From an optimization exercise on the open Yosys and OpenROAD flow, aimed at small area, a short achievable clock period and few clock cycles per item; shortcuts taken in it are not production practice.
The RTL was checked by simulation tests, not by an equivalence proof against the original design.

==> v31 <==
==> flow/design.v (excerpt) <==
module clu_law (
    input  wire        clk,
    input  wire        rst,           
    input  wire        start,
    output wire        ready,
    output reg         done,
    input  wire [23:0] err_value,
    input  wire        err_ovr,
    input  wire [1:0]  win,           
    input  wire [1:0]  nsec,
    input  wire        ffg,
    input  wire        startm,
    input  wire [1:0]  cmd,           
    input  wire [15:0] manduty,
    input  wire [15:0] dmin,
    input  wire [15:0] dmax,
    input  wire [31:0] g_in,          
    input  wire [31:0] kp,
    input  wire [31:0] ki,
    input  wire [31:0] kd,
    input  wire [31:0] imax,
    input  wire [31:0] imin,
    input  wire [31:0] ffk,
    input  wire [31:0] s0b0, input wire [31:0] s0b1, input wire [31:0] s0b2,
    input  wire [31:0] s0a1, input wire [31:0] s0a2,
    input  wire [31:0] s1b0, input wire [31:0] s1b1, input wire [31:0] s1b2,
    input  wire [31:0] s1a1, input wire [31:0] s1a2,
    input  wire [31:0] s2b0, input wire [31:0] s2b1, input wire [31:0] s2b2,
    input  wire [31:0] s2a1, input wire [31:0] s2a2,
    output reg  [31:0] x_out,
    output reg  [31:0] p_out,
    output wire [31:0] i_out,
    output reg  [31:0] d_out,
    output reg  [31:0] ff_out,
    output reg  [31:0] pre_out,
    output reg  [15:0] duty_out,
    output reg         sat_hi,
    output reg         sat_lo,
    output reg         awhold,
    output reg         nsat,
    output reg         preset_sat,
    output reg  [1:0]  mode           
);
==> flow/config.mk <==
export PLATFORM = sky130hd
export DESIGN_NAME = clu_law
export DESIGN_NICKNAME = clu_law
export VERILOG_FILES = /design/flow/design.v
export SDC_FILE = /design/flow/constraint.sdc
export NUM_CORES = 4
export LEC_CHECK = 0
export CAP_MARGIN = 20
export CORE_MARGIN = 2
export CORE_UTILIZATION = 30
export PLACE_DENSITY = 0.5
export SLEW_MARGIN = 20
==> flow/constraint.sdc <==
create_clock -name core_clock -period 25.0 [get_ports {clk}]
set_input_delay 5.0000 -clock core_clock [delete_from_list [all_inputs] [get_ports {clk}]]
set_output_delay 5.0000 -clock core_clock [all_outputs]
set_load 0.01 [all_outputs]
standard.sh (not shown) runs the stock make flow with config.mk's settings and CLKGATE_MAP_FILE= SYNTH_SCRIPT=/design/flow/synth_recipe.tcl, a recipe that flattens the netlist after the stock synthesis.
==> flow/flow/run.sh <==
#!/bin/bash
# Standard layout (the standard.sh, standard synthesis) with a somewhat denser
# floorplan, the smallest buffer on every port, and timing repair aiming at a
# setup margin below the 25 ns clock so that the achieved period is short.
set -euo pipefail
bash standard.sh CORE_UTILIZATION=40 PLACE_DENSITY=0.55 SETUP_SLACK_MARGIN=18.5 \
    "BUFFER_PORTS_ARGS=-buffer_cell sky130_fd_sc_hd__buf_1" finish > standard.log 2>&1
==> inputs of v8, as changes to v31 <==
--- a/flow/design.v
+++ b/flow/design.v
@@ -45,11 +45,11 @@
     localparam [1:0] C_AUTO = 2'd1, C_MAN = 2'd2, C_PRESET = 2'd3;
     localparam [4:0] ST_IDLE = 5'd0,  ST_DIV0 = 5'd1,  ST_DIV  = 5'd2,  ST_SEC  = 5'd3,
                      ST_FF   = 5'd4,  ST_XW   = 5'd5,  ST_I    = 5'd6,  ST_P    = 5'd7,
                      ST_D    = 5'd8,  ST_X5   = 5'd9,  ST_ITR2 = 5'd10, ST_TW1  = 5'd11,
                      ST_TW2  = 5'd12, ST_PRE  = 5'd13, ST_W1   = 5'd14, ST_W2   = 5'd15,
-                     ST_X6   = 5'd16, ST_DIVW = 5'd17, ST_TW3 = 5'd18, ST_XW2 = 5'd19;
+                     ST_X6   = 5'd16, ST_DIVW = 5'd17, ST_TW3 = 5'd18;
     localparam [3:0] A_ZERO = 4'd0,  A_V01 = 4'd1,  A_V02 = 4'd2,  A_Y01 = 4'd3,
                      A_Y02  = 4'd4,  A_Y11 = 4'd5,  A_Y12 = 4'd6,  A_Y21 = 4'd7,
                      A_Y22  = 4'd8,  A_X   = 4'd9,  A_RND = 4'd10, A_SDIF = 4'd11,
                      A_FFK  = 4'd12, A_PSUM = 4'd13, A_MD = 4'd14, A_REM = 4'd15;
     localparam [4:0] B_S0B2 = 5'd0,  B_S0B1 = 5'd1,  B_S0A1 = 5'd2,  B_S0A2 = 5'd3,  B_S0B0 = 5'd4,
@@ -85,32 +85,26 @@
     reg [65:0] accS, accC;    
     wire [65:0] acc = accS + accC;
     reg [23:0] xr_v;
     reg        xr_ovr;
     reg [1:0]  xr_win;
-    reg [33:0] xzs, xzc;      
-    reg        xzy;
-    reg [29:0] xm;            
+    reg [33:0] xz;
     wire [16:0] wincode = 17'd4000 << xr_win;
     wire        xneg    = xr_v[23];
     wire        xclamp  = xr_ovr || ($signed(xr_v) >= $signed({8'd0, wincode})) ||
                           ($signed(xr_v) <= -$signed({8'd0, wincode}));
-    wire [33:0] xzs_n, xzc_n;
-    wire        xzy_n;
-    clu_xmul u_xmul (.t(xr_v[14:0] ^ {15{xneg}}), .s(xneg), .ys(xzs_n), .yc(xzc_n), .cy(xzy_n));
-    wire [33:0] xround  = xzs + xzc + {33'd0, xzy} + ({33'd0, 1'b1} << xr_win);
+    wire [33:0] xz_n;
+    clu_xmul u_xmul (.t(xr_v[14:0] ^ {15{xneg}}), .s(xneg), .y(xz_n));
+    wire [33:0] xround  = xz + ({33'd0, 1'b1} << xr_win);
     wire [29:0] xmag    = xround >> ({1'b0, xr_win} + 3'd1);
     wire [31:0] x_n     = xclamp ? (xneg ? -Q_ONE : Q_ONE)
-                                 : (xneg ? (32'd0 - {2'b00, xm}) : {2'b00, xm});
+                                 : (xneg ? (32'd0 - {2'b00, xmag}) : {2'b00, xmag});
     always @(posedge clk) begin
         xr_v   <= err_value;
         xr_ovr <= err_ovr;
         xr_win <= win;
-        xzs    <= xzs_n;
-        xzc    <= xzc_n;
-        xzy    <= xzy_n;
-        xm     <= xmag;
+        xz     <= xz_n;
         x_out  <= x_n;
     end
     wire [35:0] acc_hi = acc[65:30];
     wire        acc_inc = acc[29] & (~acc[65] | (|acc[28:0]));
     wire [31:0] rcy;
@@ -128,22 +122,25 @@
     wire [4:0]  rtop = acc_hi[35:31] + {4'd0, rcy[31]};
     wire        ovp = ~rtop[4] & (|rtop[3:0]);
     wire        ovn = rtop[4] & ~(&rtop[3:0]);
     wire        rsat = ovp | ovn;
     wire [31:0] rnd = ovp ? 32'h7FFF_FFFF : ovn ? 32'h8000_0000 : {rtop[0], rlow};
+    reg  [31:0] imin_r, imax_r;
     reg  [15:0] dmin_r, dmax_r, mand_r;
     always @(posedge clk) begin
+        imin_r <= imin;
+        imax_r <= imax;
         dmin_r <= dmin;
         dmax_r <= dmax;
         mand_r <= manduty;
     end
     reg  [31:0] rr;
     reg         rr_sat;
     reg  [1:0]  r2_op;        
-    wire        i_lo = $signed(rr) < $signed(imin);
-    wire        i_hi = $signed(rr) > $signed(imax);
-    wire [31:0] iclamp = i_lo ? imin : i_hi ? imax : rr;
+    wire        i_lo = $signed(rr) < $signed(imin_r);
+    wire        i_hi = $signed(rr) > $signed(imax_r);
+    wire [31:0] iclamp = i_lo ? imin_r : i_hi ? imax_r : rr;
     wire [21:0] dh   = acc_hi[35:14];
     wire [21:0] dh1  = dh + 22'd1;
     wire        dc   = (acc_inc == acc[65]) ? acc_hi[13] :
                        acc_inc ? (acc_hi[13] | (&acc_hi[12:0])) :
                                  (acc_hi[13] & (|acc_hi[12:0]));
@@ -164,18 +161,13 @@
     wire        g_low = g_in[31] | ~(g_in[30] | g_in[29]);
     wire [31:0] g_eff = ffg ? (g_low ? Q_HALF : g_in) : Q_ONE;
     wire [31:0] s_reg = (nsec_r == 2'd0) ? x_out : (nsec_r == 2'd1) ? y01 :
                         (nsec_r == 2'd2) ? y11 : y21;
     wire [33:0] sdiff = preset ? 34'd0 : ({{2{s_reg[31]}}, s_reg} - {{2{s_prev[31]}}, s_prev});
-    reg         psum_noi;     
-    wire [31:0] psum_z = psum_noi ? 32'd0 : integ;
-    wire [33:0] ps_a = {{2{p_out[31]}}, p_out};
-    wire [33:0] ps_b = {{2{d_out[31]}}, d_out};
-    wire [33:0] ps_c = {{2{psum_z[31]}}, psum_z};
-    wire [33:0] ps_s = ps_a ^ ps_b ^ ps_c;
-    wire [33:0] ps_k = (ps_a & ps_b) | (ps_a & ps_c) | (ps_b & ps_c);
-    wire [33:0] psum = ps_s + {ps_k[32:0], 1'b0};
+    wire [31:0] psum_d = d_out;
+    wire [31:0] psum_z = (st == ST_ITR2) ? 32'd0 : integ;
+    wire [33:0] psum = {{2{p_out[31]}}, p_out} + {{2{psum_d[31]}}, psum_d} + {{2{psum_z[31]}}, psum_z};
     wire        div_bit = opB[5'd31 - cnt];
     wire [32:0] div_try = {opA[31:0], div_bit};
     wire [32:0] div_den = {opB, 1'b0};
     wire        div_ge  = div_try >= div_den;
     wire [32:0] div_sub = div_try - div_den;
@@ -357,11 +349,10 @@
         end else begin
             done   <= 1'b0;
             first  <= 1'b0;
             m_rtag <= o_rtag;
             r_tag  <= m_rtag;
-            psum_noi <= (st == ST_X6) && transfer;
             case (st)
                 ST_IDLE: begin
                     if (start) begin
                         rdy    <= 1'b0;
                         first  <= 1'b1;
@@ -412,12 +403,11 @@
                     end else begin
                         tap <= tap + 3'd1;
                     end
                 end
                 ST_FF:   st <= (nsec_r == 2'd0 && !transfer) ? ST_XW : ST_I;
-                ST_XW:   st <= ST_XW2;
-                ST_XW2:  st <= ST_I;
+                ST_XW:   st <= ST_I;
                 ST_I:    st <= ST_P;
                 ST_P:    st <= ST_D;
                 ST_D: begin
                     s_prev <= s_reg;
                     st     <= ST_X5;
@@ -2427,11 +2417,11 @@
     wire [65:0] r0 = {k1282, k1280, k1278, k1276, k1274, k1272, k1270, k1268, k1266, k1264, k1262, k1260, k1258, k1256, k1254, k1252, k1250, k1248, k1246, k1244, k1242, k1240, k1238, k1236, k1234, k1232, k1230, k1228, k1226, k1224, k1222, k1220, k1218, k1216, k1214, k1212, k1210, k1208, k1206, k1204, k1202, k1200, k1198, k1196, k1194, k1192, k1190, k1188, k1186, k1184, k1182, k1180, k1178, k1176, k1174, k1172, k1170, k1168, k1166, k1164, k1162, k1160, k1158, k1156, k1154, s1153};
     wire [65:0] r1 = {s1283, s1281, s1279, s1277, s1275, s1273, s1271, s1269, s1267, s1265, s1263, s1261, s1259, s1257, s1255, s1253, s1251, s1249, s1247, s1245, s1243, s1241, s1239, s1237, s1235, s1233, s1231, s1229, s1227, s1225, s1223, s1221, s1219, s1217, s1215, s1213, s1211, s1209, s1207, s1205, s1203, s1201, s1199, s1197, s1195, s1193, s1191, s1189, s1187, s1185, s1183, s1181, s1179, s1177, s1175, s1173, s1171, s1169, s1167, s1165, s1163, s1161, s1159, s1157, s1155, d[0]};
     assign ys = r0;
     assign yc = r1;
 endmodule
-module clu_xmul (input wire [14:0] t, input wire s, output wire [33:0] ys, output wire [33:0] yc, output wire cy);
+module clu_xmul (input wire [14:0] t, input wire s, output wire [33:0] y);
     wire s1 = ~t[13] ^ t[11];
     wire k2 = ~t[13] & t[11];
     wire s3 = ~t[14] ^ t[12];
     wire k4 = ~t[14] & t[12];
     wire s5 = t[13] ^ ~t[10] ^ ~t[6];
@@ -2820,10 +2810,8 @@
     wire k388 = t[13] & 1'b1;
     wire s389 = t[14] ^ 1'b1;
     wire k390 = t[14] & 1'b1;
     wire [51:0] r0 = {k388, k386, k384, k382, k380, k378, k376, k374, k372, k370, k368, k366, k364, k362, k360, k358, k356, k354, k352, k350, k348, k346, k344, k342, k340, k338, k336, k334, k332, k330, k328, k326, k324, k322, k320, k318, k316, k314, k312, k310, k308, k306, k304, k302, k300, k298, k296, k294, k292, s291, ~t[1], ~t[0]};
     wire [51:0] r1 = {s389, s387, s385, s383, s381, s379, s377, s375, s373, s371, s369, s367, s365, s363, s361, s359, s357, s355, s353, s351, s349, s347, s345, s343, s341, s339, s337, s335, s333, s331, s329, s327, s325, s323, s321, s319, s317, s315, s313, s311, s309, s307, s305, s303, s301, s299, s297, s295, s293, s, 1'b0, ~s};
-    wire [18:0] lsum = {1'b0, r0[17:0]} + {1'b0, r1[17:0]};
-    assign cy = lsum[18];
-    assign ys = r0[51:18];
-    assign yc = r1[51:18];
+    wire [51:0] sum = r0 + r1;
+    assign y = sum[51:18];
 endmodule
==> flow/flow/run.sh (replaced) <==
#!/bin/bash
# Standard layout (the standard.sh, standard synthesis) with a denser
# floorplan, the smallest buffer on every port, and timing repair aiming at a
# setup margin below the 25 ns clock so that the achieved period is short.
set -euo pipefail
bash standard.sh CORE_UTILIZATION=30 PLACE_DENSITY=0.5 SETUP_SLACK_MARGIN=18.5 \
    "BUFFER_PORTS_ARGS=-buffer_cell sky130_fd_sc_hd__buf_1" finish > standard.log 2>&1
==> inputs of v39, as changes to v31 <==
--- a/flow/design.v
+++ b/flow/design.v
@@ -128,22 +128,25 @@
     wire [4:0]  rtop = acc_hi[35:31] + {4'd0, rcy[31]};
     wire        ovp = ~rtop[4] & (|rtop[3:0]);
     wire        ovn = rtop[4] & ~(&rtop[3:0]);
     wire        rsat = ovp | ovn;
     wire [31:0] rnd = ovp ? 32'h7FFF_FFFF : ovn ? 32'h8000_0000 : {rtop[0], rlow};
+    reg  [31:0] imin_r, imax_r;
     reg  [15:0] dmin_r, dmax_r, mand_r;
     always @(posedge clk) begin
+        imin_r <= imin;
+        imax_r <= imax;
         dmin_r <= dmin;
         dmax_r <= dmax;
         mand_r <= manduty;
     end
     reg  [31:0] rr;
     reg         rr_sat;
     reg  [1:0]  r2_op;        
-    wire        i_lo = $signed(rr) < $signed(imin);
-    wire        i_hi = $signed(rr) > $signed(imax);
-    wire [31:0] iclamp = i_lo ? imin : i_hi ? imax : rr;
+    wire        i_lo = $signed(rr) < $signed(imin_r);
+    wire        i_hi = $signed(rr) > $signed(imax_r);
+    wire [31:0] iclamp = i_lo ? imin_r : i_hi ? imax_r : rr;
     wire [21:0] dh   = acc_hi[35:14];
     wire [21:0] dh1  = dh + 22'd1;
     wire        dc   = (acc_inc == acc[65]) ? acc_hi[13] :
                        acc_inc ? (acc_hi[13] | (&acc_hi[12:0])) :
                                  (acc_hi[13] & (|acc_hi[12:0]));
==> run notes <==
| metric | v39 | v31 | v8 |
|---|---|---|---|
| Number of antenna violations at the first check in global routing | 110 | 172 | 112 |
| Inverters, non-clock | 1165 | 1170 | 1166 |
| Proportion of final cell area spent on non-clock buffers | 6.48% | 6.53% | 7.19% |
| Post-Layout Inst Area | 0.103 mm² | 0.103 mm² | 0.104 mm² |
| Number of tapcells | 2975 | 2958 | 3900 |
| Number of cells on the worst hold path | 1 | 1 | 2 |
| Clk Latency, worst-skew pair | 0.83 ns | 0.84 ns | 0.80 ns |
| Initial Util | 40.2% | 40.2% | 30.2% |
| Overall fraction of global-route tracks in use | 41.4% | 41.5% | 31.0% |
| Run status | complete, no violations | complete, no violations | complete, no violations |
Testbench counts of v31, summed over its fixed seeds: cycles 160,515, items 9,600.
Testbench counts of v8, summed over its fixed seeds: cycles 158,610, items 9,600.
Testbench counts of v39, summed over its fixed seeds: cycles 160,515, items 9,600.

==> afterwards: timing with drivers on the ports <==
How much do the figures lean on ideal ports? The routed layouts below were timed once more, with nothing changed but the port constraints.
Step 1 (the two cells are an assumption about what drives the block):
set clk [get_ports {clk}]
set_driving_cell -lib_cell sky130_fd_sc_hd__clkbuf_16 $clk
set_driving_cell -lib_cell sky130_fd_sc_hd__buf_2 [delete_from_list [all_inputs] $clk]
Step 2 times the ports against the registers' clock, not the clock port: input delays grow and output delays shrink by t, the midpoint of the rising clock arrivals with the driver on.
a / b / c = no drivers / after step 1 / after step 2; a / b = the first two.
run	shift t [ns]	setup slack, ns	hold WS [ns]	clock arrival spread, ns	pins driven straight from the clock port
v31	0.873	17.533 / 17.574 / 16.701	0.435 / 0.435 / 0.435	0.092 / 0.092	1
v8	0.875	18.399 / 18.301 / 17.581	0.431 / 0.431 / 0.431	0.088 / 0.088	1
v39	0.852	18.145 / 18.118 / 17.266	0.401 / 0.401 / 0.401	0.108 / 0.108	1
After both steps setup and hold are still met in every run listed. For v39, which loses most, drivers alone change the setup slack by -0.027 ns; drivers and shift together by -0.879 ns.
